Source: an optimization exercise on an open RTL-to-GDS flow (aim: small area, a short achievable clock period and few clock cycles per item). Production flows keep margins and buffers that such runs may drop. Only simulation tests tie the RTL to the original design; equivalence was not proved. No activity file was given, so power comes from the tool's default toggle rates.

File: design/flow/run.sh
#!/bin/bash
# synth_recipe.tcl (not shown) runs the flow's synth.tcl, then flattens the netlist and writes it again
# the make line also repeats each setting of config.mk as NAME=value (left out here)
make -C /OpenROAD-flow-scripts/flow DESIGN_CONFIG=/design/flow/config.mk WORK_HOME=/design/flow/orfs CLKGATE_MAP_FILE= SYNTH_SCRIPT=/design/flow/synth_recipe.tcl finish
File: design/flow/config.mk
export PLATFORM = sky130hd
export DESIGN_NAME = t4_block_enc
export DESIGN_NICKNAME = t4_block_enc
export VERILOG_FILES = /design/flow/design.v
export SDC_FILE = /design/flow/constraint.sdc
export NUM_CORES = 4
export LEC_CHECK = 0
export CAP_MARGIN = 20
export CORE_MARGIN = 2
export CORE_UTILIZATION = 40
export PLACE_DENSITY = 0.6
export SLEW_MARGIN = 20
File: design/flow/constraint.sdc
create_clock -name core_clock -period 14.0 [get_ports {clk}]
set_input_delay 2.8000 -clock core_clock [delete_from_list [all_inputs] [get_ports {clk}]]
set_output_delay 2.8000 -clock core_clock [all_outputs]
set_load 0.01 [all_outputs]
File: design/flow/design.v
module t4_block_enc (
    input  wire         clk,
    input  wire         rst,           
    input  wire         in_valid,
    output wire         in_ready,
    input  wire [63:0]  in_data,       
    input  wire         in_sat,        
    output wire         out_valid,
    input  wire         out_ready,
    output wire [15:0]  out_header,    
    output wire [127:0] out_codes,     
    output wire         out_flush,     
    output wire [5:0]   out_clipped    
);
    function [5:0] ceilf;
        input [5:0] p;
        input [4:0] m;
        input       st;
        input [5:0] k;
        reg signed [7:0] sh;
        reg [4:0] mq;
        reg       rnz;
        begin
            sh = $signed({2'b00, k}) + 8'sd4 - $signed({2'b00, p});
            if (sh < 0) begin
                ceilf = 6'd63;
            end else if (sh >= 5) begin
                ceilf = {5'd0, (|m) | st};
            end else begin
                mq  = m >> sh[2:0];
                rnz = st | (|(m & ~(5'h1f << sh[2:0])));
                ceilf = {1'b0, mq} + {5'd0, rnz};
            end
        end
    endfunction
    function [4:0] codef;
        input [10:0] ent;     
        input [5:0]  km1;     
        input [3:0]  zz;
        reg signed [7:0] t;
        reg [4:0] w;
        reg [4:0] q;
        reg signed [6:0] raw;
        begin
            t = $signed({2'b00, ent[9:4]}) - $signed({2'b00, km1});
            if (t < 0) w = 5'd0;
            else w = {1'b1, ent[3:0]} >> (3'd4 - t[2:0]);
            q = ({1'b0, w[4:1]}) + {4'd0, w[0]};        
            if (t >= 5) begin
                codef = {1'b1, ent[10] ? 4'd0 : 4'd15};
            end else begin
                raw = ent[10] ? ($signed({3'b000, zz}) - $signed({2'b00, q}))
                              : ($signed({3'b000, zz}) + $signed({2'b00, q}));
                if (raw < 0)       codef = {1'b1, 4'd0};
                else if (raw > 15) codef = {1'b1, 4'd15};
                else               codef = {1'b0, raw[3:0]};
            end
        end
    endfunction
    reg         in_ready_q;
    reg  [4:0]  cnt;             
    reg         big_acc;         
    reg  [2:0]  bigstall;        
    reg         pend;            
    reg         sweeping;
    reg         out_valid_q;
    reg         kz_ready;
    wire take   = in_valid & in_ready_q;
    wire x_big  = ($signed(in_data) >= $signed(64'h0003_8000_0000_0000)) ||
                  ($signed(in_data) <= $signed(64'hfffc_8000_0000_0000));
    wire blk_end = take & (cnt == 5'd31);
    reg  [63:0] x0;
    reg         v0, f0, l0, s0, bg0;
    always @(posedge clk) begin
        x0  <= in_data;
        s0  <= in_sat;
        f0  <= (cnt == 5'd0);
        l0  <= (cnt == 5'd31);
        bg0 <= big_acc | x_big;
        v0  <= take & ~rst;
    end
    reg  [64:0] V;               
    reg  [69:0] L;               
    reg  [2:0]  dstep;           
    reg  [4:0]  dq;              
    reg         smark;
    reg         blk_smark;
    reg         blk_big;
    wire        neg0 = x0[63];
    wire [62:0] mag0 = neg0 ? (~x0[62:0] + 63'd1) : x0[62:0];
    wire        gtV  = $signed(x0) > $signed({1'b0, V[62:0]});
    wire        ltL  = $signed(x0) < $signed(L[63:0]);
    reg  [69:0] opA, opB;
    always @* begin
        case (dstep)
        3'd1:    begin opA = {5'd0, V};           opB = ~L; end                
        3'd2:    begin opA = L;                   opB = ~{L[65:0], 4'd0}; end  
        default: begin opA = L;                   opB = ~{2'b00, V, 3'd0}; end  
        endcase
    end
    wire [69:0] dsum = opA + opB + 70'd1;
    always @(posedge clk) begin
        if (rst) begin
            dstep <= 3'd0;
        end else if (dstep != 3'd0) begin
            case (dstep)
            3'd1: V <= dsum[64:0];
            3'd2: L <= dsum;
            default: begin
                if (!dsum[69]) L <= {dsum[68:0], 1'b0};
                else           L <= {L[68:0], 1'b0};
                dq <= {dq[3:0], ~dsum[69]};
            end
            endcase
            dstep <= (dstep == 3'd7) ? 3'd0 : dstep + 3'd1;
        end else if (v0) begin
            if (f0) begin
                V <= neg0 ? 65'd0 : {2'b00, x0[62:0]};
                L <= neg0 ? {{6{1'b1}}, x0} : 70'd0;
            end else begin
                if (gtV) V <= {2'b00, x0[62:0]};
                if (ltL) L <= {{6{x0[63]}}, x0};
            end
            if (l0 && bg0) dstep <= 3'd1;
        end
        if (v0) begin
            smark <= f0 ? s0 : (smark | s0);
            if (l0) begin
                blk_smark <= f0 ? s0 : (smark | s0);
                blk_big   <= bg0;
            end
        end
    end
    reg  [62:0] mag1;
    reg         neg1, v1, f1, l1;
    always @(posedge clk) begin
        mag1 <= mag0;
        neg1 <= neg0;
        f1   <= f0;
        l1   <= l0;
        v1   <= v0 & ~rst;
    end
    reg  [5:0]  fp;
    integer     ii;
    always @* begin
        fp = 6'd4;
        for (ii = 5; ii < 63; ii = ii + 1)
            if (mag1[ii]) fp = ii[5:0];
    end
    wire [5:0]  fsh  = fp - 6'd4;
    wire [62:0] fshd = mag1 >> fsh;
    wire [4:0]  fm5  = fshd[4:0];
    wire        fst  = |(mag1 & ~({63{1'b1}} << fsh));
    reg  [5:0]  p2;
    reg  [4:0]  m2;
    reg         st2, neg2, v2, f2, l2;
    always @(posedge clk) begin
        p2   <= fp;
        m2   <= fm5;
        st2  <= fst;
        neg2 <= neg1;
        f2   <= f1;
        l2   <= l1;
        v2   <= v1 & ~rst;
    end
    reg  [11:0] FP, FN;          
    wire [11:0] fcur = {p2, m2, st2};
    wire [11:0] fzero = {6'd4, 5'd0, 1'b0};
    reg         lk1;
    always @(posedge clk) begin
        if (v2) begin
            if (f2) begin
                FP <= neg2 ? fzero : fcur;
                FN <= neg2 ? fcur : fzero;
            end else begin
                if (!neg2 && fcur > FP) FP <= fcur;
                if ( neg2 && fcur > FN) FN <= fcur;
            end
        end
        lk1 <= v2 & l2 & ~rst;
    end
    wire [10:0] ent2 = {neg2, (p2 >= 6'd8) ? p2 : 6'd0, m2[3:0]};
    reg  [10:0] ed1, ed2;
    reg         vd1, vd2;
    reg  [4:0]  wcnt;
    reg  [10:0] bufm [0:31];
    always @(posedge clk) begin
        ed1 <= ent2;
        ed2 <= ed1;
        vd1 <= v2 & ~rst;
        vd2 <= vd1 & ~rst;
        if (rst) wcnt <= 5'd0;
        else if (vd2) wcnt <= wcnt + 5'd1;
        if (vd2) bufm[wcnt] <= ed2;
    end
    wire [5:0]  pP = FP[11:6], pN = FN[11:6];
    wire [4:0]  mP = FP[5:1],  mN = FN[5:1];
    wire        sP = FP[0],    sN = FN[0];
    wire [5:0]  pm = (pP > pN) ? pP : pN;
    wire [5:0]  k0 = (pm > 6'd12) ? (pm - 6'd3) : 6'd9;
    reg  [5:0]  c_p0, c_n0, c_p1, c_n1, c_p2, c_n2;
    reg  [5:0]  k0r;
    reg         c8ok, zblk, allz, lk2;
    wire [5:0]  c8p = ceilf(pP, mP, sP, 6'd8);
    wire [5:0]  c8n = ceilf(pN, mN, sN, 6'd8);
    always @(posedge clk) begin
        c_p0 <= ceilf(pP, mP, sP, k0);
        c_n0 <= ceilf(pN, mN, sN, k0);
        c_p1 <= ceilf(pP, mP, sP, k0 + 6'd1);
        c_n1 <= ceilf(pN, mN, sN, k0 + 6'd1);
        c_p2 <= ceilf(pP, mP, sP, k0 + 6'd2);
        c_n2 <= ceilf(pN, mN, sN, k0 + 6'd2);
        c8ok <= ({1'b0, c8p} + {1'b0, c8n}) <= 7'd15;
        k0r  <= k0;
        zblk <= (pP <= 6'd7) && (pN <= 6'd7);
        allz <= (mP == 5'd0) && (mN == 5'd0);
        lk2  <= lk1 & ~rst;
    end
    wire        fit0 = ({1'b0, c_p0} + {1'b0, c_n0}) <= 7'd15;
    wire        fit1 = ({1'b0, c_p1} + {1'b0, c_n1}) <= 7'd15;
    wire [5:0]  ksel = fit0 ? k0r : (fit1 ? k0r + 6'd1 : k0r + 6'd2);
    wire [3:0]  cps  = fit0 ? c_p0[3:0] : (fit1 ? c_p1[3:0] : c_p2[3:0]);
    wire [3:0]  cns  = fit0 ? c_n0[3:0] : (fit1 ? c_n1[3:0] : c_n2[3:0]);
    wire [3:0]  zfit = cns + ((4'd15 - cps - cns) >> 1);
    wire        ksat = ksel > 6'd47;
    reg  [5:0]  d_km1;
    reg  [3:0]  d_z;
    reg  [5:0]  d_eb;
    reg         d_zero, d_flush, d_sat, d_satz;
    wire        sweep_start = kz_ready & ~sweeping & ~out_valid_q;
    wire [3:0]  zsat = dq[3:0] + {3'd0, ~dsum[69]};    
    always @(posedge clk) begin
        if (rst) begin
            kz_ready <= 1'b0;
        end else begin
            if (lk2) begin
                d_zero  <= zblk;
                d_flush <= zblk ? ~allz : ((ksel == 6'd9) && c8ok);
                d_km1   <= ksat ? 6'd46 : (ksel - 6'd1);
                d_eb    <= zblk ? 6'b100000 : (ksat ? 6'd7 : (ksel - 6'd40));
                d_z     <= zblk ? 4'd0 : zfit;
                d_satz  <= ksat & ~zblk;
                d_sat   <= ksat | blk_smark;
                if (!blk_big) kz_ready <= 1'b1;
            end else if (dstep == 3'd7) begin
                if (d_satz) d_z <= zsat;
                kz_ready <= 1'b1;
            end else if (sweep_start) begin
                kz_ready <= 1'b0;
            end
        end
    end
    reg  [3:0]   sp;
    reg  [127:0] codes;
    reg  [5:0]   clipped;
    reg  [5:0]   h_eb;
    reg  [3:0]   h_z;
    reg          h_sat, h_flush;
    wire         act = sweeping | sweep_start;
    wire [10:0]  ea  = bufm[{sp, 1'b0}];
    wire [10:0]  eb  = bufm[{sp, 1'b1}];
    wire [4:0]   ca  = codef(ea, d_km1, d_z);
    wire [4:0]   cb  = codef(eb, d_km1, d_z);
    always @(posedge clk) begin
        if (rst) begin
            sweeping    <= 1'b0;
            out_valid_q <= 1'b0;
            sp          <= 4'd0;
        end else begin
            if (act) begin
                codes[{sp, 3'b000} +: 8] <= {cb[3:0], ca[3:0]};
                clipped <= (sweep_start ? 6'd0 : clipped) + {5'd0, ca[4]} + {5'd0, cb[4]};
                sp      <= sp + 4'd1;
                sweeping <= (sp != 4'd15);
                if (sp == 4'd15) out_valid_q <= 1'b1;
            end
            if (sweep_start) begin
                h_eb    <= d_eb;
                h_z     <= d_z;
                h_sat   <= d_sat;
                h_flush <= d_flush;
            end
            if (out_valid_q && out_ready) out_valid_q <= 1'b0;
        end
    end
    wire [4:0] cnt_n   = take ? cnt + 5'd1 : cnt;
    wire       pend_n  = (pend & ~sweep_start) | blk_end;
    wire       swp_n   = act & (sp != 4'd15);
    wire       ov_n    = (out_valid_q & ~out_ready) | (act & (sp == 4'd15));
    wire [2:0] bs_n    = (blk_end & (big_acc | x_big)) ? 3'd7 :
                         (bigstall != 3'd0 ? bigstall - 3'd1 : 3'd0);
    always @(posedge clk) begin
        if (rst) begin
            cnt        <= 5'd0;
            big_acc    <= 1'b0;
            bigstall   <= 3'd0;
            pend       <= 1'b0;
            in_ready_q <= 1'b1;
        end else begin
            cnt        <= cnt_n;
            if (take) big_acc <= (cnt == 5'd31) ? 1'b0 : (big_acc | x_big);
            bigstall   <= bs_n;
            pend       <= pend_n;
            in_ready_q <= ~((cnt_n == 5'd0) & pend_n & (swp_n | ov_n)) & (bs_n == 3'd0);
        end
    end
    assign in_ready    = in_ready_q;
    assign out_valid   = out_valid_q;
    assign out_header  = {4'b0000, h_sat, 1'b0, h_z, h_eb};
    assign out_codes   = codes;
    assign out_flush   = h_flush;
    assign out_clipped = clipped;
endmodule
==> impl_metrics.tcl, run 1 <==
set metrics [dict create \
    vdd_ir_drop_max_v 0.000158 \
    numCtsBuffers 100 \
    cp-start-kind "register" \
    finalMaxSlewViolations 0 \
    yosysUniqueCellTypes 100 \
    cts_tree "yes" \
    place_congestion 0.939 \
    synth.avg_cell_area_um2 10.3 \
    worstHoldStart "ed1[0]" \
    synth_edf_count 683 \
    worstHoldPathType "register to register" \
    io_pins 222 \
    finalCriticalPeriod_ns 7.60 \
    ys_seq_area_share_pct 45.8 \
    clkSlewWorstSetupHoldPaths_ns 0.06 \
    fmax_ghz 0.132 \
    cts_resized 0 \
    clk_latency_ns 0.73 \
    crit_slowest_cell "buf_4" \
    fin_skew_ns 0.0388 \
    dp_hpwl_mm 119 \
    netlist_area_um2 55600 \
    ys_async_sr_fraction_pct 0 \
    finalWorstSetupSlack_ns 6.40 \
    avgViaCountPerCell 5.88 \
    path_max_fanout 44 \
    grt_pass1_vias 41700 \
    cts-hold-fix-buffers 0 \
    initial_utilization_pct 40.4 \
    power.density_nw_per_um2 177 \
    critPathArrivalTime_ns 8.07 \
    grt_max_degree 99 \
    cts-root-buf "clkbuf_16" \
    status "complete, no violations" \
    hold_violations 0 \
    postSynthCellCount 5398 \
    routed_wl_mm 168 \
    tightest_slew_ns 1.24 \
    drive_above_1_share_pct 7.96 \
    num-fill-cells 12900 \
    tns_ns 0 \
    dieArea_um2 142000 \
    synth_top_cells_by_area "edfxtp_1 37%, dfxtp_1 9.0%, ha_1 8.6%" \
    slowest_delay_ns 0.72 \
    syn2layout_area_growth_pct 13.4 \
    final_nets 6002 \
    design_area_um2 63100 \
    crit_path_end_kind "register" \
    cap_violations 0 \
    grt_pass1_wl_mm 255 \
    yosysTopAreaCellShare_pct 36.9 \
    post_cts_buffers 0 \
    path_buf_inv 4 \
    rsz0062_at_grt "no" \
    drt_first_pass_iters 7 \
    num_antenna_cells 0 \
    coreArea_um2 138000 \
    cts-htree-levels 3 \
    clk_path_buf_depth 3 \
    synthFlopType "edfxtp_1" \
    final.period_utilization_pct 54.3 \
    drc 0 \
    whs_ns 0.302 \
    die_h_um 377 \
    place.port_buffers 216 \
    dpl-instance-area_um2 59700 \
    yosysWarnings 1 \
    fp.dieW_um 377 \
    drtIter0Drc 4221 \
    required_ns 14.48 \
    leakagePower_nw 23.2 \
    cts.sinks 932 \
    grt.overflow.total 0 \
    synth_top_cell_by_area "edfxtp_1" \
    setup_violations 0 \
    wl_per_cell_um 22.7 \
    post-route-util_pct 45.8 \
    critPathTopFamily "adder cells" \
    routed-via-count 43500 \
    grt.total_usage_pct 23.1 \
    slew_headroom_pct 16.8 \
    pre_cts_slack_ns 6.36 \
    synth-seq-cells 932 \
    postRouteAntennaNets 0 \
    num_rows 136 \
    antenna_found_initial 5 \
    worstSetupPathType "register to register" \
]
[metrics by stage]
stage / total power (W) / cells
after global placement: 0.00833 / 7222
after CTS: 0.0111 / 7410
after global routing: 0.0118 / 7411
after floorplan: 0.00705 / 5402
final: 0.0112 / 7411
after detailed placement: 0.00838 / 7222
[power by group]
part	internal, W	switching, W
clock network	0.00153	0.00118
registers	0.00324	0.000199
logic	0.00180	0.00320
total	0.00657	0.00458
[worst paths after layout]
| path | endpoint | slack [ns] | depth (start not counted) |
|---|---|---|---|
| setup / recovery | clipped[5] | 6.40 | 31 |
| hold / removal | ed2[0] | 0.30 | 0 |
| setup reg to reg | clipped[5] | 6.40 | 31 |
| hold reg to reg | ed2[0] | 0.30 | 0 |
[cells in the final DEF, fill, tap and decap left out, types with 115 or more instances in the layout]
cell type          n
o21ai_0          511
mux2i_1          127
edfxtp_1         683
xnor2_1          148
mux4_2           115
inv_1            341
a21oi_1          306
nor2_1           298
nand2_1          504
clkdlybuf4s50_1  215
dfxtp_1          238
ha_1             383
[layer usage]
| metal | wire length [um] | part of all wire [%] | track usage (%) |
|---|---|---|---|
| met5 | 29 | 0.017 | 0 |
| met4 | 5020 | 3.0 | 7.04 |
| met3 | 11000 | 6.5 | 3.43 |
| met2 | 79800 | 48 | 38.6 |
| met1 | 72100 | 43 | 30.8 |
[cell usage after synthesis, types with 35 or more instances]
cell,count
o211ai_1,36
nor2_1,311
nand2_1,505
nor3_1,92
a21oi_1,308
a22o_1,62
inv_1,341
nor2b_1,73
a211oi_1,49
clkbuf_1,196
o31ai_1,36
xor2_1,64
o21ai_0,511
nand2b_1,69
a31oi_1,49
a21o_1,102
a22oi_1,91
xnor2_1,150
and2_1,41
nor4_1,52
nand3_1,102
ha_1,383
dfxtp_1,249
nand4_1,76
mux2i_1,127
mux4_2,115
edfxtp_1,683
o21a_1,35
[registers in the layout (all words and copies together), names as in the netlist, 12 cells and up, named ones only]
name / flops
L: 70
mag1: 63
V: 65
codes: 128
FN: 12
FP: 12
bufm: 352
x0: 64
[cell families after synthesis]
| group | synth area share [%] |
|---|---|
| other | 0.00674 |
| DFF | 45.8 |
| muxes | 7.28 |
| and+or+nand+nor | 12.4 |
| AOI/OAI and AO/OA | 17.5 |
| xor gates and xnor gates | 3.37 |
| buffers and inverters | 4.28 |
| adders and majority gates | 9.35 |
[cell type report]
| class | instances | area [um^2] | share of cell area [%] |
|---|---|---|---|
| flip-flops and latches | 932 | 25500 | 40.4 |
| multi-input cells | 3858 | 27900 | 44.2 |
| clock buffers | 136 | 2820 | 4.46 |
| repair buffers | 295 | 2770 | 4.39 |
| well taps | 1794 | 2240 | 3.56 |
| inverters | 344 | 1300 | 2.06 |
| clock inverters | 52 | 563 | 0.892 |
Testbench counts, summed over its fixed seeds: cycles 17,410, items 512.
==> run 2: changes to the inputs <==
--- a/design/flow/design.v
+++ b/design/flow/design.v
@@ -63,6 +63,7 @@
     reg  [2:0]  bigstall;        
     reg         pend;            
     reg         sweeping;
+    reg         wv, xv;          
     reg         out_valid_q;
     reg         kz_ready;
     wire take   = in_valid & in_ready_q;
@@ -88,17 +89,19 @@
     reg         blk_big;
     wire        neg0 = x0[63];
     wire [62:0] mag0 = neg0 ? (~x0[62:0] + 63'd1) : x0[62:0];
-    wire        gtV  = $signed(x0) > $signed({1'b0, V[62:0]});
-    wire        ltL  = $signed(x0) < $signed(L[63:0]);
     reg  [69:0] opA, opB;
+    reg         cin;
     always @* begin
         case (dstep)
-        3'd1:    begin opA = {5'd0, V};           opB = ~L; end                
-        3'd2:    begin opA = L;                   opB = ~{L[65:0], 4'd0}; end  
-        default: begin opA = L;                   opB = ~{2'b00, V, 3'd0}; end  
+        3'd0:    begin opA = neg0 ? L : {5'd0, V}; opB = ~{{6{x0[63]}}, x0}; cin = ~neg0; end
+        3'd1:    begin opA = {5'd0, V};  opB = ~L;                   cin = 1'b1; end  
+        3'd2:    begin opA = L;          opB = ~{L[65:0], 4'd0};     cin = 1'b1; end  
+        default: begin opA = L;          opB = ~{2'b00, V, 3'd0};    cin = 1'b1; end  
         endcase
     end
-    wire [69:0] dsum = opA + opB + 70'd1;
+    wire [69:0] dsum = opA + opB + {69'd0, cin};
+    wire        gtV  = ~neg0 &  dsum[69];
+    wire        ltL  =  neg0 & ~dsum[69];
     always @(posedge clk) begin
         if (rst) begin
             dstep <= 3'd0;
@@ -197,37 +200,40 @@
     wire [4:0]  mP = FP[5:1],  mN = FN[5:1];
     wire        sP = FP[0],    sN = FN[0];
     wire [5:0]  pm = (pP > pN) ? pP : pN;
-    wire [5:0]  k0 = (pm > 6'd12) ? (pm - 6'd3) : 6'd9;
-    reg  [5:0]  c_p0, c_n0, c_p1, c_n1, c_p2, c_n2;
-    reg  [5:0]  k0r;
-    reg         c8ok, zblk, allz, lk2;
-    wire [5:0]  c8p = ceilf(pP, mP, sP, 6'd8);
-    wire [5:0]  c8n = ceilf(pN, mN, sN, 6'd8);
-    always @(posedge clk) begin
-        c_p0 <= ceilf(pP, mP, sP, k0);
-        c_n0 <= ceilf(pN, mN, sN, k0);
-        c_p1 <= ceilf(pP, mP, sP, k0 + 6'd1);
-        c_n1 <= ceilf(pN, mN, sN, k0 + 6'd1);
-        c_p2 <= ceilf(pP, mP, sP, k0 + 6'd2);
-        c_n2 <= ceilf(pN, mN, sN, k0 + 6'd2);
-        c8ok <= ({1'b0, c8p} + {1'b0, c8n}) <= 7'd15;
-        k0r  <= k0;
-        zblk <= (pP <= 6'd7) && (pN <= 6'd7);
-        allz <= (mP == 5'd0) && (mN == 5'd0);
-        lk2  <= lk1 & ~rst;
-    end
-    wire        fit0 = ({1'b0, c_p0} + {1'b0, c_n0}) <= 7'd15;
-    wire        fit1 = ({1'b0, c_p1} + {1'b0, c_n1}) <= 7'd15;
+    wire        smallk = (pm <= 6'd12);
+    wire [5:0]  kb = smallk ? 6'd8 : (pm - 6'd3);
+    reg  [5:0]  c_pb, c_nb;
+    reg  [5:0]  kbr;
+    reg         smallr, zblk, allz, lk2;
+    always @(posedge clk) begin
+        c_pb   <= ceilf(pP, mP, sP, kb);
+        c_nb   <= ceilf(pN, mN, sN, kb);
+        kbr    <= kb;
+        smallr <= smallk;
+        zblk   <= (pP <= 6'd7) && (pN <= 6'd7);
+        allz   <= (mP == 5'd0) && (mN == 5'd0);
+        lk2    <= lk1 & ~rst;
+    end
+    wire [5:0]  c_p1 = (c_pb + 6'd1) >> 1, c_n1 = (c_nb + 6'd1) >> 1;
+    wire [5:0]  c_p2 = (c_p1 + 6'd1) >> 1, c_n2 = (c_n1 + 6'd1) >> 1;
+    wire [5:0]  c_p3 = (c_p2 + 6'd1) >> 1, c_n3 = (c_n2 + 6'd1) >> 1;
+    wire [5:0]  a_p0 = smallr ? c_p1 : c_pb, a_n0 = smallr ? c_n1 : c_nb;
+    wire [5:0]  a_p1 = smallr ? c_p2 : c_p1, a_n1 = smallr ? c_n2 : c_n1;
+    wire [5:0]  a_p2 = smallr ? c_p3 : c_p2, a_n2 = smallr ? c_n3 : c_n2;
+    wire [5:0]  k0r  = smallr ? 6'd9 : kbr;
+    wire        c8ok = ({1'b0, c_pb} + {1'b0, c_nb}) <= 7'd15;
+    wire        fit0 = ({1'b0, a_p0} + {1'b0, a_n0}) <= 7'd15;
+    wire        fit1 = ({1'b0, a_p1} + {1'b0, a_n1}) <= 7'd15;
     wire [5:0]  ksel = fit0 ? k0r : (fit1 ? k0r + 6'd1 : k0r + 6'd2);
-    wire [3:0]  cps  = fit0 ? c_p0[3:0] : (fit1 ? c_p1[3:0] : c_p2[3:0]);
-    wire [3:0]  cns  = fit0 ? c_n0[3:0] : (fit1 ? c_n1[3:0] : c_n2[3:0]);
+    wire [3:0]  cps  = fit0 ? a_p0[3:0] : (fit1 ? a_p1[3:0] : a_p2[3:0]);
+    wire [3:0]  cns  = fit0 ? a_n0[3:0] : (fit1 ? a_n1[3:0] : a_n2[3:0]);
     wire [3:0]  zfit = cns + ((4'd15 - cps - cns) >> 1);
     wire        ksat = ksel > 6'd47;
     reg  [5:0]  d_km1;
     reg  [3:0]  d_z;
     reg  [5:0]  d_eb;
     reg         d_zero, d_flush, d_sat, d_satz;
-    wire        sweep_start = kz_ready & ~sweeping & ~out_valid_q;
+    wire        sweep_start = kz_ready & ~sweeping & ~wv & ~xv & ~out_valid_q;
     wire [3:0]  zsat = dq[3:0] + {3'd0, ~dsum[69]};    
     always @(posedge clk) begin
         if (rst) begin
@@ -235,7 +241,7 @@
         end else begin
             if (lk2) begin
                 d_zero  <= zblk;
-                d_flush <= zblk ? ~allz : ((ksel == 6'd9) && c8ok);
+                d_flush <= zblk ? ~allz : (smallr && (ksel == 6'd9) && c8ok);
                 d_km1   <= ksat ? 6'd46 : (ksel - 6'd1);
                 d_eb    <= zblk ? 6'b100000 : (ksat ? 6'd7 : (ksel - 6'd40));
                 d_z     <= zblk ? 4'd0 : zfit;
@@ -256,24 +262,41 @@
     reg  [5:0]   h_eb;
     reg  [3:0]   h_z;
     reg          h_sat, h_flush;
+    reg  [10:0]  ra, rb;
+    reg  [3:0]   wsp;
+    reg          wf, wl;
+    reg  [1:0]   cl;
+    reg          xf, xl;
     wire         act = sweeping | sweep_start;
-    wire [10:0]  ea  = bufm[{sp, 1'b0}];
-    wire [10:0]  eb  = bufm[{sp, 1'b1}];
-    wire [4:0]   ca  = codef(ea, d_km1, d_z);
-    wire [4:0]   cb  = codef(eb, d_km1, d_z);
+    wire [4:0]   ca  = codef(ra, d_km1, d_z);
+    wire [4:0]   cb  = codef(rb, d_km1, d_z);
+    always @(posedge clk) begin
+        ra  <= bufm[{sp, 1'b0}];
+        rb  <= bufm[{sp, 1'b1}];
+        wsp <= sp;
+        wf  <= sweep_start;
+        wl  <= (sp == 4'd15);
+        if (wv) codes[{wsp, 3'b000} +: 8] <= {cb[3:0], ca[3:0]};
+        cl  <= {cb[4], ca[4]};
+        xf  <= wf;
+        xl  <= wl;
+        if (xv) clipped <= (xf ? 6'd0 : clipped) + {5'd0, cl[0]} + {5'd0, cl[1]};
+    end
     always @(posedge clk) begin
         if (rst) begin
             sweeping    <= 1'b0;
             out_valid_q <= 1'b0;
             sp          <= 4'd0;
+            wv          <= 1'b0;
+            xv          <= 1'b0;
         end else begin
+            wv <= act;
+            xv <= wv;
             if (act) begin
-                codes[{sp, 3'b000} +: 8] <= {cb[3:0], ca[3:0]};
-                clipped <= (sweep_start ? 6'd0 : clipped) + {5'd0, ca[4]} + {5'd0, cb[4]};
-                sp      <= sp + 4'd1;
+                sp       <= sp + 4'd1;
                 sweeping <= (sp != 4'd15);
-                if (sp == 4'd15) out_valid_q <= 1'b1;
             end
+            if (xv && xl) out_valid_q <= 1'b1;
             if (sweep_start) begin
                 h_eb    <= d_eb;
                 h_z     <= d_z;
@@ -285,8 +308,7 @@
     end
     wire [4:0] cnt_n   = take ? cnt + 5'd1 : cnt;
     wire       pend_n  = (pend & ~sweep_start) | blk_end;
-    wire       swp_n   = act & (sp != 4'd15);
-    wire       ov_n    = (out_valid_q & ~out_ready) | (act & (sp == 4'd15));
+    wire       rbusy_n = act | wv | (out_valid_q & ~out_ready) | (xv & xl);
     wire [2:0] bs_n    = (blk_end & (big_acc | x_big)) ? 3'd7 :
                          (bigstall != 3'd0 ? bigstall - 3'd1 : 3'd0);
     always @(posedge clk) begin
@@ -301,7 +323,7 @@
             if (take) big_acc <= (cnt == 5'd31) ? 1'b0 : (big_acc | x_big);
             bigstall   <= bs_n;
             pend       <= pend_n;
-            in_ready_q <= ~((cnt_n == 5'd0) & pend_n & (swp_n | ov_n)) & (bs_n == 3'd0);
+            in_ready_q <= ~((cnt_n == 5'd0) & pend_n & rbusy_n) & (bs_n == 3'd0);
         end
     end
     assign in_ready    = in_ready_q;
==> run 2 against run 1 <==
Compared with the run above:
- still clean on timing, DRC and antenna
- design area fell by 8.7%
- sequential power fell by 1%
- cell count fell by 13%
- fmax fell by 16%
- count of clock-buffer cells in the layout rose by 1
- area after synthesis fell by 9.3%
- setup slack got worse by 1.4 ns
- power fell by 16%
- synthesized cell count fell by 15%
- routed wire length fell by 14%
- largest cell class is now registers
- largest power group is now registers
==> impl_metrics.tcl, run 2 <==
set metrics [dict create \
    status "complete, no violations" \
    die_h_um 359 \
    required_ns 14.32 \
    cts-hold-fix-buffers 0 \
    crit_chain "inv_1, ha_1, nor2b_4, buf_4, nor2_4, buf_4, nand2_1, o21ai_0, ha_1, and3_1, nor4_1, and3_1, a211oi_1, o2111ai_1, a211o_1, a21oi_1, o31ai_1, a31o_2, xnor2_2, inv_2, a211oi_1, a211oi_4, buf_4" \
    mostFrequentLayoutCells "683 x edfxtp_1, 381 x nand2_1, 347 x nor2_1, 333 x o21ai_0, 247 x dfxtp_1" \
    ys_async_sr_fraction_pct 0 \
    path_max_fanout 56 \
    layout_commonest_cell "edfxtp_1" \
    synthTopCellsByCount "683 x edfxtp_1, 382 x nand2_1, 356 x nor2_1" \
    fp.dieW_um 359 \
    drt_first_pass_iters 5 \
    cts.sinks 942 \
    syn2layout_area_growth_pct 14.2 \
    fin_skew_ns 0.0530 \
    met2_usage_pct 35.5 \
    largest_reg_flops 352 \
    postSynthCellCount 4584 \
    power.total_w 0.00941 \
    fmax_ghz 0.111 \
    cts_resized 0 \
    post-route-util_pct 45.9 \
    synth_top_cell_by_area "edfxtp_1" \
    tns_ns 0 \
    regMostFlops "bufm" \
    rsz0062_at_grt "no" \
    reg_top3 "bufm (352), codes (128), L (70)" \
    dp_hpwl_mm 103 \
    drive_above_1_share_pct 10.2 \
    pre_cts_slack_ns 5.17 \
    hold_violations 0 \
    gr-usage-met1_pct 30.2 \
    regToRegStartpoint "dstep[0]" \
    dieArea_um2 129000 \
    grt.overflow.total 0 \
    clkSlewWorstSetupHoldPaths_ns 0.06 \
    finalCriticalPeriod_ns 9.01 \
    vdd_ir_drop_max_v 0.000145 \
    io_pins 222 \
    yosysTopAreaCellShare_pct 40.6 \
    drc 0 \
    power.density_nw_per_um2 163 \
    setup_violations 0 \
    routed_wl_mm 145 \
    routed-via-count 37600 \
    worstHoldPathType "register to register" \
    antenna_found_initial 1 \
    synth_edf_count 683 \
    cts_tree "yes" \
    num_antenna_cells 0 \
    worstHoldStart "ed1[5]" \
    numCtsBuffers 98 \
    ys_seq_area_share_pct 50.9 \
    cap_violations 0 \
    netlist_area_um2 50500 \
    yosysUniqueCellTypes 89 \
    place_congestion 0.926 \
    crit_slowest_cell "a211oi_4" \
    grt_pass1_vias 36600 \
    finalMaxSlewViolations 0 \
    grt_pass1_wl_mm 222 \
    grt_max_degree 85 \
    cts-root-buf "clkbuf_16" \
    clk_latency_ns 0.73 \
    tightest_slew_ns 1.23 \
    synth_top_cells_by_area "edfxtp_1 41%, dfxtp_1 10%, ha_1 5.3%" \
    synth-seq-cells 942 \
    crit_start "dstep[0]" \
    crit_path_end_kind "register" \
    avgViaCountPerCell 5.85 \
    synth.avg_cell_area_um2 11.0 \
    critPathArrivalTime_ns 9.33 \
    final_nets 4996 \
    design_area_um2 57600 \
    top_usage_layer "met2" \
    wl_per_cell_um 22.6 \
    cts-htree-levels 3 \
    cp_common_cell "buf_4" \
    coreArea_um2 125000 \
    slew_headroom_pct 17.0 \
    post_cts_buffers 0 \
    leakagePower_nw 20.3 \
    globalRouteMet3Util_pct 3.61 \
    num_rows 130 \
    clk_path_buf_depth 3 \
    initial_utilization_pct 40.2 \
    synthFlopType "edfxtp_1" \
    yosysWarnings 1 \
    worstSetupPathType "register to register" \
    place.port_buffers 216 \
    cp-start-kind "register" \
    final.period_utilization_pct 64.3 \
    dpl-instance-area_um2 54200 \
    grt.total_usage_pct 21.9 \
    drtIter0Drc 3571 \
    postRouteAntennaNets 0 \
    synth_most_common_cell "edfxtp_1" \
    slowest_delay_ns 0.90 \
    finalWorstSetupSlack_ns 4.99 \
]
==> run 2: cell types whose count changed after synthesis, moves of 55 or more <==
cell	previous run	this run
ha_1	383	215
nand2_1	505	382
a22oi_1	91	31
a21oi_1	308	209
o21ai_0	511	333
inv_1	341	169
mux2_2	17	72
==> run 2: cells by family after synthesis <==
family | Yosys count | synth area share (%)
and+or+nand+nor | 1325 | 12.5
AOI/OAI and AO/OA | 1125 | 14.6
DFF | 942 | 50.9
buffers and inverters | 441 | 3.35
muxes | 312 | 9.14
adders and majority gates | 233 | 6.01
xor gates and xnor gates | 205 | 3.56
other | 1 | 0.00743
==> run 2: worst paths after layout <==
path / cells past startpoint / slack (ns) / to
worst max-delay path: 23 / 4.99 / L[16]
worst min-delay path: 0 / 0.32 / ed2[5]
worst max register to register: 23 / 4.99 / L[16]
worst min register to register: 0 / 0.32 / ed2[5]
==> run 2: worst max-delay path: cells and delay by family (launching register included) <==
family,cells,cell delay (ns)
AND/OR/NAND/NOR,6,1.15
buffers and inverters,5,2.16
AO/OA/AOI/OAI,9,4.10
flip-flops,1,0.38
adder cells (fa/ha/maj),2,0.52
XOR/XNOR,1,0.15
==> run 2: final cells by class <==
cell class | count | area (um^2)
fill | 11600 | 67800
sequential | 942 | 25700
multi-input combinational | 3205 | 23200
clock buffer | 137 | 2910
timing repair buffer | 278 | 2620
tap | 1650 | 2060
inverter | 171 | 642
clock inverter | 48 | 442
==> run 2: where the power goes <==
part           switching, W  internal (W)
Sequential         0.000197       0.00319
Combinational       0.00217       0.00120
Clock               0.00115       0.00151
Total               0.00351       0.00590
==> run 2: stage by stage <==
step,hold WS (ns),instances
floorplan,0.310,4588
global placement,0.312,6243
detailed placement,0.312,6243
CTS,0.322,6428
global route,0.328,6431
finish,0.323,6431
==> run 2: routing by layer <==
layer / routed length [um] / up-vias / part of all wire (%)
met5: 0 / - / 0
met1: 63100 / 18400 / 43
li1: - / 17400 / -
met4: 3820 / 0 / 2.6
met3: 11200 / 233 / 7.7
met2: 67100 / 1526 / 46
Testbench counts of run 2, summed over its fixed seeds: cycles 17,426, items 512.
==> run 3: changes to the inputs <==
--- a/design/flow/design.v
+++ b/design/flow/design.v
@@ -67,8 +67,7 @@
     reg         out_valid_q;
     reg         kz_ready;
     wire take   = in_valid & in_ready_q;
-    wire x_big  = ($signed(in_data) >= $signed(64'h0003_8000_0000_0000)) ||
-                  ($signed(in_data) <= $signed(64'hfffc_8000_0000_0000));
+    wire x_big  = ~((&in_data[63:49]) | ~(|in_data[63:49]));
     wire blk_end = take & (cnt == 5'd31);
     reg  [63:0] x0;
     reg         v0, f0, l0, s0, bg0;
@@ -99,7 +98,20 @@
         default: begin opA = L;          opB = ~{2'b00, V, 3'd0};    cin = 1'b1; end  
         endcase
     end
-    wire [69:0] dsum = opA + opB + {69'd0, cin};
+    reg  [69:0] pg_g, pg_p, dsum;
+    integer     lv, bi;
+    always @* begin
+        pg_g = opA & opB;
+        pg_p = opA ^ opB;
+        pg_g[0] = pg_g[0] | (pg_p[0] & cin);
+        for (lv = 0; lv < 7; lv = lv + 1)
+            for (bi = 69; bi >= 0; bi = bi - 1)
+                if (bi[lv]) begin
+                    pg_g[bi] = pg_g[bi] | (pg_p[bi] & pg_g[((bi >> lv) << lv) - 1]);
+                    pg_p[bi] = pg_p[bi] & pg_p[((bi >> lv) << lv) - 1];
+                end
+        dsum = (opA ^ opB) ^ {pg_g[68:0], cin};
+    end
     wire        gtV  = ~neg0 &  dsum[69];
     wire        ltL  =  neg0 & ~dsum[69];
     always @(posedge clk) begin
@@ -143,17 +155,23 @@
         l1   <= l0;
         v1   <= v0 & ~rst;
     end
-    reg  [5:0]  fp;
-    integer     ii;
-    always @* begin
-        fp = 6'd4;
-        for (ii = 5; ii < 63; ii = ii + 1)
-            if (mag1[ii]) fp = ii[5:0];
-    end
-    wire [5:0]  fsh  = fp - 6'd4;
-    wire [62:0] fshd = mag1 >> fsh;
-    wire [4:0]  fm5  = fshd[4:0];
-    wire        fst  = |(mag1 & ~({63{1'b1}} << fsh));
+    wire        nz32 = ~|mag1[62:31];
+    wire [62:0] na1  = nz32 ? {mag1[30:0], 32'd0} : mag1;
+    wire        nz16 = ~|na1[62:47];
+    wire [62:0] na2  = nz16 ? {na1[46:0], 16'd0} : na1;
+    wire        nz8  = ~|na2[62:55];
+    wire [62:0] na3  = nz8 ? {na2[54:0], 8'd0} : na2;
+    wire        nz4  = ~|na3[62:59];
+    wire [62:0] na4  = nz4 ? {na3[58:0], 4'd0} : na3;
+    wire        nz2  = ~|na4[62:61];
+    wire [62:0] na5  = nz2 ? {na4[60:0], 2'd0} : na4;
+    wire        nz1  = ~na5[62];
+    wire [62:0] na6  = nz1 ? {na5[61:0], 1'd0} : na5;
+    wire [5:0]  fpn  = 6'd62 - {nz32, nz16, nz8, nz4, nz2, nz1};
+    wire        fdn  = ~|mag1[62:5];
+    wire [5:0]  fp   = fdn ? 6'd4 : fpn;
+    wire [4:0]  fm5  = fdn ? mag1[4:0] : na6[62:58];
+    wire        fst  = ~fdn & (|na6[57:0]);
     reg  [5:0]  p2;
     reg  [4:0]  m2;
     reg         st2, neg2, v2, f2, l2;
@@ -183,18 +201,20 @@
         lk1 <= v2 & l2 & ~rst;
     end
     wire [10:0] ent2 = {neg2, (p2 >= 6'd8) ? p2 : 6'd0, m2[3:0]};
-    reg  [10:0] ed1, ed2;
-    reg         vd1, vd2;
+    reg  [10:0] ed1, ed2, ed3;
+    reg         vd1, vd2, vd3;
     reg  [4:0]  wcnt;
     reg  [10:0] bufm [0:31];
     always @(posedge clk) begin
         ed1 <= ent2;
         ed2 <= ed1;
+        ed3 <= ed2;
         vd1 <= v2 & ~rst;
         vd2 <= vd1 & ~rst;
+        vd3 <= vd2 & ~rst;
         if (rst) wcnt <= 5'd0;
-        else if (vd2) wcnt <= wcnt + 5'd1;
-        if (vd2) bufm[wcnt] <= ed2;
+        else if (vd3) wcnt <= wcnt + 5'd1;
+        if (vd3) bufm[wcnt] <= ed3;
     end
     wire [5:0]  pP = FP[11:6], pN = FN[11:6];
     wire [4:0]  mP = FP[5:1],  mN = FN[5:1];
@@ -227,25 +247,39 @@
     wire [5:0]  ksel = fit0 ? k0r : (fit1 ? k0r + 6'd1 : k0r + 6'd2);
     wire [3:0]  cps  = fit0 ? a_p0[3:0] : (fit1 ? a_p1[3:0] : a_p2[3:0]);
     wire [3:0]  cns  = fit0 ? a_n0[3:0] : (fit1 ? a_n1[3:0] : a_n2[3:0]);
-    wire [3:0]  zfit = cns + ((4'd15 - cps - cns) >> 1);
-    wire        ksat = ksel > 6'd47;
+    reg  [5:0]  kselr;
+    reg  [3:0]  cpsr, cnsr;
+    reg         smallk3, c8ok3, zblk3, allz3, lk3;
+    always @(posedge clk) begin
+        kselr   <= ksel;
+        cpsr    <= cps;
+        cnsr    <= cns;
+        smallk3 <= smallr;
+        c8ok3   <= c8ok;
+        zblk3   <= zblk;
+        allz3   <= allz;
+        lk3     <= lk2 & ~rst;
+    end
+    wire [3:0]  zfit = cnsr + ((4'd15 - cpsr - cnsr) >> 1);
+    wire        ksat = kselr > 6'd47;
     reg  [5:0]  d_km1;
     reg  [3:0]  d_z;
     reg  [5:0]  d_eb;
     reg         d_zero, d_flush, d_sat, d_satz;
     wire        sweep_start = kz_ready & ~sweeping & ~wv & ~xv & ~out_valid_q;
-    wire [3:0]  zsat = dq[3:0] + {3'd0, ~dsum[69]};    
+    wire [3:0]  dq1  = dq[3:0] + 4'd1;
+    wire [3:0]  zsat = dsum[69] ? dq[3:0] : dq1;       
     always @(posedge clk) begin
         if (rst) begin
             kz_ready <= 1'b0;
         end else begin
-            if (lk2) begin
-                d_zero  <= zblk;
-                d_flush <= zblk ? ~allz : (smallr && (ksel == 6'd9) && c8ok);
-                d_km1   <= ksat ? 6'd46 : (ksel - 6'd1);
-                d_eb    <= zblk ? 6'b100000 : (ksat ? 6'd7 : (ksel - 6'd40));
-                d_z     <= zblk ? 4'd0 : zfit;
-                d_satz  <= ksat & ~zblk;
+            if (lk3) begin
+                d_zero  <= zblk3;
+                d_flush <= zblk3 ? ~allz3 : (smallk3 && (kselr == 6'd9) && c8ok3);
+                d_km1   <= ksat ? 6'd46 : (kselr - 6'd1);
+                d_eb    <= zblk3 ? 6'b100000 : (ksat ? 6'd7 : (kselr - 6'd40));
+                d_z     <= zblk3 ? 4'd0 : zfit;
+                d_satz  <= ksat & ~zblk3;
                 d_sat   <= ksat | blk_smark;
                 if (!blk_big) kz_ready <= 1'b1;
             end else if (dstep == 3'd7) begin
==> run 3 against run 2 <==
Compared with the run above:
- power grew 16%
- synthesized cell count fell by 5.0%
- largest power group is now combinational logic
- routed wire length decreased by 2.1%
- design area decreased by 0.63%
- highest routed layer unchanged
- still clean
- non-clock buffer count rose by 12
- global-route usage decreased by 0.072 points
- combinational power rose by 36%
- fmax up 19%
- setup slack gained 1.4 ns
==> impl_metrics.tcl, run 3 <==
set metrics [dict create \
    status "complete, no violations" \
    path_max_fanout 76 \
    mostFrequentLayoutCells "683 x edfxtp_1, 312 x nand2_1, 282 x nor2_1, 274 x dfxtp_1, 241 x o21ai_0" \
    dp_hpwl_mm 98.2 \
    drt_first_pass_iters 9 \
    grt.overflow.total 0 \
    cts-htree-levels 3 \
    finalMaxSlewViolations 0 \
    clk_latency_ns 0.75 \
    dieArea_um2 128000 \
    antenna_found_initial 1 \
    drt-met1-wl_mm 60.6 \
    top_layer "met4" \
    routed_wl_mm 142 \
    syn2layout_area_growth_pct 14.6 \
    synth_top_cell_by_area "edfxtp_1" \
    routed-via-count 36300 \
    clk_path_buf_depth 3 \
    leakagePower_nw 19.8 \
    hold_violations 0 \
    synthFlopType "edfxtp_1" \
    final_cells 6220 \
    grt_pass1_wl_mm 216 \
    num-fill-cells 11200 \
    grt_max_degree 77 \
    cts-hold-fix-buffers 0 \
    finalWorstSetupSlack_ns 6.42 \
    largest_reg_flops 352 \
    drtIter0Drc 3378 \
    wl_per_cell_um 22.8 \
    worstHoldStart "ed1[9]" \
    grt.total_usage_pct 21.9 \
    place.port_buffers 216 \
    slew_headroom_pct 26.7 \
    regMostFlops "bufm" \
    cts_resized 0 \
    avgViaCountPerCell 5.84 \
    tightest_slew_ns 1.10 \
    route.met2.wl_mm 64.9 \
    ys_async_sr_fraction_pct 0 \
    final_nets 4792 \
    netlist_area_um2 49900 \
    rsz0062_at_grt "no" \
    coreArea_um2 124000 \
    synth.avg_cell_area_um2 11.5 \
    post_cts_buffers 0 \
    synth_most_common_cell "edfxtp_1" \
    grt_pass1_vias 35000 \
    cap_violations 0 \
    place_congestion 0.910 \
    crit_path_end_kind "register" \
    drc 0 \
    final.period_utilization_pct 54.1 \
    regToRegStartpoint "dstep[0]" \
    wl_met3_mm 10.4 \
    pre_cts_slack_ns 6.53 \
    postRouteAntennaNets 0 \
    seq_area_um2 26300 \
    ys_seq_area_share_pct 52.7 \
    required_ns 14.34 \
    dp_cells 6028 \
    yosysWarnings 1 \
    fin_skew_ns 0.0747 \
    cts_tree "yes" \
    yosysTopAreaCellShare_pct 41.1 \
    fp.dieW_um 357 \
    crit_start "dstep[0]" \
    initial_utilization_pct 40.3 \
    synth_edf_count 683 \
    critPathArrivalTime_ns 7.92 \
    synth_top_cells_by_area "edfxtp_1 41%, dfxtp_1 12%, ha_1 5.2%" \
    setup_violations 0 \
    die_h_um 357 \
    clkSlewWorstSetupHoldPaths_ns 0.06 \
    synthTopCellsByCount "683 x edfxtp_1, 313 x nand2_1, 293 x nor2_1" \
    worstSetupPathType "register to register" \
    fmax_ghz 0.132 \
    power.density_nw_per_um2 191 \
    postSynthCellCount 4356 \
    numCtsBuffers 102 \
    num_rows 129 \
    design_area_um2 57300 \
    vdd_ir_drop_max_v 0.000284 \
    drive_above_1_share_pct 11.9 \
    cp-start-kind "register" \
    io_pins 222 \
    cts.sinks 973 \
    reg_top3 "bufm (352), codes (128), L (70)" \
    layout_commonest_cell "edfxtp_1" \
    tns_ns 0 \
    yosysUniqueCellTypes 91 \
    synth-seq-cells 973 \
    worstHoldPathType "register to register" \
    dpl-instance-area_um2 53800 \
    multi_input_area_um2 22200 \
    finalCriticalPeriod_ns 7.58 \
    cts-root-buf "clkbuf_16" \
]
run 3: cell types whose count changed after synthesis, moves of 17 or more:
cell,delta
a21oi_1,+24
a221oi_1,+18
a22o_1,+20
a22oi_1,+29
dfxtp_1,+31
inv_1,-17
mux2_2,+29
mux2i_1,-84
nand2_1,-69
nor2_1,-63
nor4_1,-18
o21ai_0,-91
o22ai_1,-18
xor2_1,-24
run 3: worst max-delay path, cell delays in order (launching register included):
cell	delay, ns
dfxtp_1	0.38
inv_1	0.09
ha_1	0.23
nor2b_2	0.15
buf_4	0.27
nor2_4	0.13
buf_4	0.68
buf_4	0.73
nand2_1	0.13
o21ai_0	0.10
a21oi_1	0.09
ha_1	0.38
and4_1	0.23
a221oi_1	0.57
a21oi_1	0.33
o2111ai_1	0.37
nand4_1	0.18
a31oi_1	0.30
xnor2_2	0.11
inv_2	0.09
a211oi_1	0.11
a211oi_4	0.62
buf_4	0.87
run 3: cells by family after synthesis:
family	Yosys count	synth area share (%)
compound gates	1115	15.0
other cells	1	0.00751
simple gates	1182	11.5
flops	973	52.7
fa+ha+maj	228	6.04
mux	257	8.21
buf+inv	412	3.19
xor+xnor	188	3.30
run 3: metrics by stage:
stage	total power [W]	hold slack, ns	utilization [%]
global placement	0.00814	0.310	43.5
finish	0.0109	0.313	46.2
global route	0.0116	0.321	46.2
CTS	0.0109	0.300	46.2
floorplan	0.00695	0.310	-
detailed placement	0.00817	0.312	43.5
run 3: path summary, 6_finish.rpt:
| path | to | slack, ns | cells after the start |
|---|---|---|---|
| worst max-delay path | L[40] | 6.42 | 22 |
| worst min-delay path | ed2[9] | 0.31 | 0 |
| worst max register to register | L[40] | 6.42 | 22 |
| worst min register to register | ed2[9] | 0.31 | 0 |
run 3: layout make-up:
type	count	area share, %
sequential	973	46.0
multi-input combinational	2975	38.7
clock buffer	138	5.05
timing repair buffer	290	4.74
tap	1637	3.58
inverter	153	1.00
clock inverter	53	0.872
antenna	1	0.00437
run 3: metal layers:
metal,vias to the layer above,GRT usage (%)
met5,-,0
li1,16800,-
met2,1514,35.1
met4,0,9.53
met3,288,3.45
met1,17700,29.4
run 3: power breakdown:
part | switching (W) | internal [W]
sequential | 0.000257 | 0.00339
clock | 0.00120 | 0.00151
combinational | 0.00294 | 0.00165
Testbench counts of run 3, summed over its fixed seeds: cycles 17,433, items 512.

## separate check: timing with driven ports
No port has a modelled driver above. Below, the same layouts with a new extraction and two added sets of constraints.
Step 1 assumes that a clkbuf_16 drives the clock port and a buf_2 every other input.
Step 2 adds t to the input delays and takes it off the output delays; t is the mean of the earliest and latest rising clock arrival at the registers after step 1. Input paths then give back, and output paths get back, about the clock's delay inside the block.
a / b / c = ideal ports / drivers / drivers and shift; a / b = the first two.
run | shift t [ns] | slack for setup (ns) | worst setup path after step 2 | cell pins on the clock port's net
run 1 | 0.798 | 6.402 / 6.402 / 6.402 | register to register | 1
run 2 | 0.784 | 4.993 / 4.993 / 4.993 | register to register | 1
run 3 | 0.780 | 6.422 / 6.422 / 6.422 | register to register | 1
After both steps setup and hold are still met in every run listed.
